From an optimization exercise on the open Yosys and OpenROAD flow, aimed at small area, a short achievable clock period and few clock cycles per item; shortcuts taken in it are not production practice.
The RTL was checked by simulation tests, not by an equivalence proof against the original design.

==> flow/design.v (excerpt) <==
module aes128_enc (
    input  wire         clk,
    input  wire         rst,       
    input  wire         start,
    input  wire [127:0] key,
    input  wire [127:0] block,
    output reg          done,
    output wire [127:0] result
);
    reg [127:0] state;
    reg [127:0] kregn;
    reg [3:0]   cnt;      
    reg         idle;
    reg [7:0] rc;
    always @* begin
        if (idle)
            rc = 8'h01;
        else
            case (cnt)
                4'd1: rc = 8'h02;
                4'd2: rc = 8'h04;
                4'd3: rc = 8'h08;
                4'd4: rc = 8'h10;
                4'd5: rc = 8'h20;
                4'd6: rc = 8'h40;
                4'd7: rc = 8'h80;
                4'd8: rc = 8'h1b;
                default: rc = 8'h36;
            endcase
    end
    wire [127:0] sr;
    genvar i, c, r;
    generate
        for (c = 0; c < 4; c = c + 1) begin : g_col
            for (r = 0; r < 4; r = r + 1) begin : g_row
                assign sr[127-8*(r+4*c) -: 8] = state[127-8*(r+4*((c+r)%4)) -: 8];
            end
        end
    endgenerate
    wire [127:0] mcn;
    generate
        for (c = 0; c < 4; c = c + 1) begin : g_mc
            aes_mixcol_n u_mc (.c(sr[127-32*c -: 32]), .mn(mcn[127-32*c -: 32]));
        end
    endgenerate
    wire [127:0] din, kin, sbin, nstate;
    generate
        for (i = 0; i < 128; i = i + 1) begin : g_ark
            g_muxh u_d (.s(idle), .a(mcn[i]), .b(block[i]), .y(din[i]));
            g_muxh u_k (.s(idle), .a(kregn[i]), .b(key[i]), .y(kin[i]));
            g_xor2 u_x (.a(din[i]), .b(kin[i]), .y(sbin[i]));
        end
        for (i = 0; i < 16; i = i + 1) begin : g_sub
            aes_sbox u_sb (.a(sbin[127-8*i -: 8]), .y(nstate[127-8*i -: 8]));
        end
    endgenerate
    wire [31:0] w0 = kin[127:96], w1 = kin[95:64], w2 = kin[63:32], w3 = kin[31:0];
    wire [31:0] sub;
    aes_sbox ks0 (.a(w3[23:16]), .y(sub[31:24]));
    aes_sbox ks1 (.a(w3[15:8]),  .y(sub[23:16]));
    aes_sbox ks2 (.a(w3[7:0]),   .y(sub[15:8]));
    aes_sbox ks3 (.a(w3[31:24]), .y(sub[7:0]));
    wire [31:0] w0r;
    wire [31:0] a01, a012, a0123, n0n, n1n, n2n, n3n;
    assign w0r[23:0] = w0[23:0];
    generate
  ...
Size: ~4,500 cells after synthesis, roughly 260 flip-flops, roughly 390 I/O pins, roughly 0.036 mm² of cells after synthesis.
clock: 10.0 ns
lec_check: 0
cap_margin: 20
core_margin: 2
core_utilization: 50
setup_slack_margin: 2.5
slew_margin: 20
synth_hierarchical: 1
standard.sh (not shown) runs the stock make flow with config.mk's settings and CLKGATE_MAP_FILE= SYNTH_SCRIPT=/design/flow/synth_recipe.tcl, a recipe that flattens the netlist after the stock synthesis.
==> flow/flow/run.sh <==
#!/bin/bash
# The standard layout, with the smallest buffer on the ports.
set -euo pipefail
bash standard.sh BUFFER_PORTS_ARGS="-buffer_cell sky130_fd_sc_hd__buf_1" finish > standard.log 2>&1
Testbench counts at the start, summed over its fixed seeds: cycles 5,128, blocks 512.
Edit:
--- a/flow/config.mk
+++ b/flow/config.mk
@@ -10,3 +10,2 @@
 export CORE_UTILIZATION = 50
-export SETUP_SLACK_MARGIN = 2.5
 export SLEW_MARGIN = 20
Result: Core utilization falls by 2.1 points. Sequential share of layout area rises by 0.51 points. Clock-buffer cell count rises by 6. Cell area falls by 3.8%. Critical path depth rises by 1. Global-route usage falls by 1.2 points. Wire length falls by 2.9%. Maximum frequency falls by 6.9%. Setup slack loses 530 ps.
Edit:
--- a/flow/config.mk
+++ b/flow/config.mk
@@ -9,3 +9,8 @@
 export CORE_MARGIN = 2
-export CORE_UTILIZATION = 50
+export CORE_UTILIZATION = 70
+export CTS_BUF_LIST = sky130_fd_sc_hd__clkbuf_8
+export CTS_CLUSTER_DIAMETER = 60
+export CTS_CLUSTER_SIZE = 16
+export PLACE_DENSITY = 0.8
+export SETUP_SLACK_MARGIN = 3.0
 export SLEW_MARGIN = 20
Effect: Via count rises by about 3.5%. First-iteration DRC count came out higher by about 17%. Die area decreases by 28%. Worst setup slack is better by 870 ps. Final area grows by about 4.4%. Sequential share of layout area fell by 0.57 points.
Edit:
--- a/flow/config.mk
+++ b/flow/config.mk
@@ -9,8 +9,4 @@
 export CORE_MARGIN = 2
-export CORE_UTILIZATION = 70
-export CTS_BUF_LIST = sky130_fd_sc_hd__clkbuf_8
-export CTS_CLUSTER_DIAMETER = 60
-export CTS_CLUSTER_SIZE = 16
-export PLACE_DENSITY = 0.8
-export SETUP_SLACK_MARGIN = 3.0
+export CORE_UTILIZATION = 50
+export SETUP_SLACK_MARGIN = 1.0
 export SLEW_MARGIN = 20
Maximum frequency goes down by about 11%.
Design area goes down by about 4%.
Final cell count goes up by about 5%.
Sequential share of layout area goes up by 0.57 points.
Hold slack is better by 12 ps.
Register-to-register slack is worse by 900 ps.
Area after synthesis stays the same.
Clock-buffer cell count goes up by 14.

run 1:
Starting RTL as in the previous note.
==> flow/config.mk <==
export PLATFORM = sky130hd
export DESIGN_NAME = aes128_enc
export DESIGN_NICKNAME = aes128_enc
export VERILOG_FILES = /design/flow/design.v
export SDC_FILE = /design/flow/constraint.sdc
export NUM_CORES = 8
export LEC_CHECK = 0
export CAP_MARGIN = 20
export CORE_MARGIN = 2
export CORE_UTILIZATION = 50
export SETUP_SLACK_MARGIN = 3.0
export SLEW_MARGIN = 20
export SYNTH_HIERARCHICAL = 1
==> flow/constraint.sdc <==
create_clock -name core_clock -period 10.0 [get_ports {clk}]
set_input_delay 2.0000 -clock core_clock [delete_from_list [all_inputs] [get_ports {clk}]]
set_output_delay 2.0000 -clock core_clock [all_outputs]
set_load 0.01 [all_outputs]
Scripts as last shown in full above: flow/flow/run.sh
The final layout from run 1, which completed every stage, passed the timing, DRC and antenna checks at the end of the flow.
Testbench counts of run 1, summed over its fixed seeds: cycles 5,128, blocks 512.
Edits applied to the flow inputs when going from run 1 to run 2:
- CTS_CLUSTER_SIZE: unset -> 16
- CTS_BUF_LIST: unset -> sky130_fd_sc_hd__clkbuf_8
- CORE_UTILIZATION: 50 -> 70
- CTS_CLUSTER_DIAMETER: unset -> 60
Results
Hold slack delta (run 2 − run 1): unfavourable
Vias: run 2 more than run 1
For the worst setup margin, run 2 came in 0.010 ns higher than run 1 did.
Changes in run 3 relative to run 2:
- CORE_UTILIZATION changed from 70 to 65
## What came out
Taking run 2 as the reference, in run 3 via count of the first global-routing pass -1.1%; wire length shows an increase of 0.32%. ~same fraction of standard cell area that is sequential in run 3 and run 2. Between run 3 and run 2, it is run 3 whose average wire per standard cell is lower, by 0.22 um.
### run 3 -> run 4
- a change of CORE_UTILIZATION from 65 to 50
## What came out
Run 4 vs. run 3: minimum hold slack rose by 0.017 ns; met3 layer wire length in the routed design fell by 14%; total instance count after detailed placement rose by 207; clock-pin slew reported for the worst setup and hold paths after clock tree synthesis stayed essentially flat.
Run 4 vs run 3, end-of-flow core utilization went down by 16 points.
Per the comparison of run 4 with run 3, non-clock buffer count saw an increase, number of inverters outside the clock class in the layout saw little to no change, setup slack after layout saw a decrease, relative area of non-clock buffer cells in the final design saw an increase, global-route usage saw a decrease.
The following lists how run 5 was set up differently from run 4:
- CORE_UTILIZATION now 75, was 50
## What came out
Going from run 4 to run 5, cell area fell by about 1.5%. In run 5, combined global-route utilization of all metal layers is higher than in run 4. What run 4 reported for maximum clock frequency has to be multiplied by 0.943 to get the figure for run 5. The time the worst path needs with I/O delays and setup reported for run 5 is greater than that of run 4 by 0.42 ns. Sum of negative setup slack: run 5 vs run 4 — no meaningful difference. Floorplan die area | run 5 below run 4. Worst slack at placement ended up 0.065 ns higher on run 5 than on run 4. Looking at via count, run 5 sits about 14% higher than run 4 does.
#### Input delta (run 6 over run 5)
- CTS_CLUSTER_SIZE: 16 -> unset
- CTS_CLUSTER_DIAMETER: 60 -> unset
- CTS_BUF_LIST: sky130_fd_sc_hd__clkbuf_8 -> unset
- CORE_UTILIZATION: 75 -> 65
Findings:
- Having completed the whole flow, run 6 delivered a layout that passed the timing, DRC and antenna checks.
- Run 5 has a lower die span in y than run 6.
- Summary of run 6 over run 5: number of tapcells up 133; first-pass GRT wire length down about 5.6%; worst setup slack up 0.49 ns.
- Relative to run 5, post-synthesis to final-layout area growth increased by 1.9 points in run 6.
- Compared with run 5, run 6 shows a CTS buffer count that is 1 lower.
- Of run 6 and run 5, run 6 shows the lower fraction of the cycle the final worst path needs, with run 5 above it.
- [run 6] number of signal-net buffers in the layout rose 4 relative to run 5
- [run 6 vs run 5] final cell count: higher in run 6
- Compared with run 5, the detailed router inserted fewer vias in run 6.

Starting RTL as in the previous note.
==> flow/config.mk <==
export PLATFORM = sky130hd
export DESIGN_NAME = aes128_enc
export DESIGN_NICKNAME = aes128_enc
export VERILOG_FILES = /design/flow/design.v
export SDC_FILE = /design/flow/constraint.sdc
export NUM_CORES = 8
export LEC_CHECK = 0
export CAP_MARGIN = 20
export CORE_MARGIN = 2
export CORE_UTILIZATION = 70
export CTS_BUF_LIST = sky130_fd_sc_hd__clkbuf_8
export CTS_CLUSTER_DIAMETER = 60
export CTS_CLUSTER_SIZE = 16
export SETUP_SLACK_MARGIN = 3.0
export SLEW_MARGIN = 20
export SYNTH_HIERARCHICAL = 1
==> flow/constraint.sdc <==
create_clock -name core_clock -period 10.0 [get_ports {clk}]
set_input_delay 2.0000 -clock core_clock [delete_from_list [all_inputs] [get_ports {clk}]]
set_output_delay 2.0000 -clock core_clock [all_outputs]
set_load 0.01 [all_outputs]
==> flow/flow/run.sh <==
#!/bin/bash
# The standard layout, with the smallest buffer on the ports and timing
# repair by sizing only.
set -euo pipefail
bash standard.sh BUFFER_PORTS_ARGS="-buffer_cell sky130_fd_sc_hd__buf_1" SETUP_MOVE_SEQUENCE="unbuffer,sizeup,swap" finish > standard.log 2>&1
The first run passed the timing, DRC and antenna checks.
Testbench counts at the start, summed over its fixed seeds: cycles 5,128, blocks 512.
Edit:
==> flow/flow/run.sh (replaced) <==
#!/bin/bash
# The standard layout, with the smallest buffer on the ports.
set -euo pipefail
bash standard.sh BUFFER_PORTS_ARGS="-buffer_cell sky130_fd_sc_hd__buf_1" finish > standard.log 2>&1
--- a/flow/config.mk
+++ b/flow/config.mk
@@ -10,5 +10,2 @@
-export CORE_UTILIZATION = 70
-export CTS_BUF_LIST = sky130_fd_sc_hd__clkbuf_8
-export CTS_CLUSTER_DIAMETER = 60
-export CTS_CLUSTER_SIZE = 16
-export SETUP_SLACK_MARGIN = 3.0
+export CORE_UTILIZATION = 50
+export SETUP_SLACK_MARGIN = 3.5
Worst hold slack is better by 26 ps; first-iteration DRC count shrinks by about 14%; synthesized cell count is unchanged; final area grows by 13%; via count shrinks by 1.9%.

==> what the ideal ports hide <==
The results above use ideal ports. As a check the final layouts listed here were re-extracted and re-timed, cells and wires unchanged.
Step 1: set_driving_cell puts a clkbuf_16 on clk and a buf_2 on each other input, an assumption about the parent block.
Step 2 adds t to the input delays and takes it off the output delays; t is the mean of the earliest and latest rising clock arrival at the registers after step 1. Input paths then give back, and output paths get back, about the clock's delay inside the block.
a / b / c = ideal / step 1 / step 2; a / b = the first two.
run | shift t [ns] | slack for setup (ns) | worst data-port slew with drivers (ns)
the first run of note 1 | 0.625 | 2.861 / 2.900 / 2.282 | 0.08
the second run of note 1 | 0.631 | 2.329 / 2.368 / 1.737 | 0.04
the third run of note 1 | 0.682 | 3.200 / 3.229 / 2.547 | 0.07
the fourth run of note 1 | 0.631 | 2.329 / 2.368 / 1.737 | 0.04
run 1 | 0.629 | 3.168 / 3.209 / 2.580 | 0.06
run 2 | 0.680 | 3.178 / 3.210 / 2.530 | 0.09
run 3 | 0.675 | 3.171 / 3.206 / 2.531 | 0.09
run 4 | 0.710 | 3.147 / 3.182 / 2.473 | 0.06
run 5 | 0.696 | 2.730 / 2.730 / 2.209 | 0.12
run 6 | 0.608 | 3.221 / 3.260 / 2.652 | 0.08
the first run of note 3 | 0.683 | 3.189 / 3.189 / 2.546 | 0.08
the second run of note 3 | 0.635 | 3.669 / 3.715 / 3.081 | 0.06
After both steps every run listed still meets setup and hold. For run 4, which loses most, drivers alone change the setup slack by +0.035 ns; drivers and shift together by -0.674 ns.
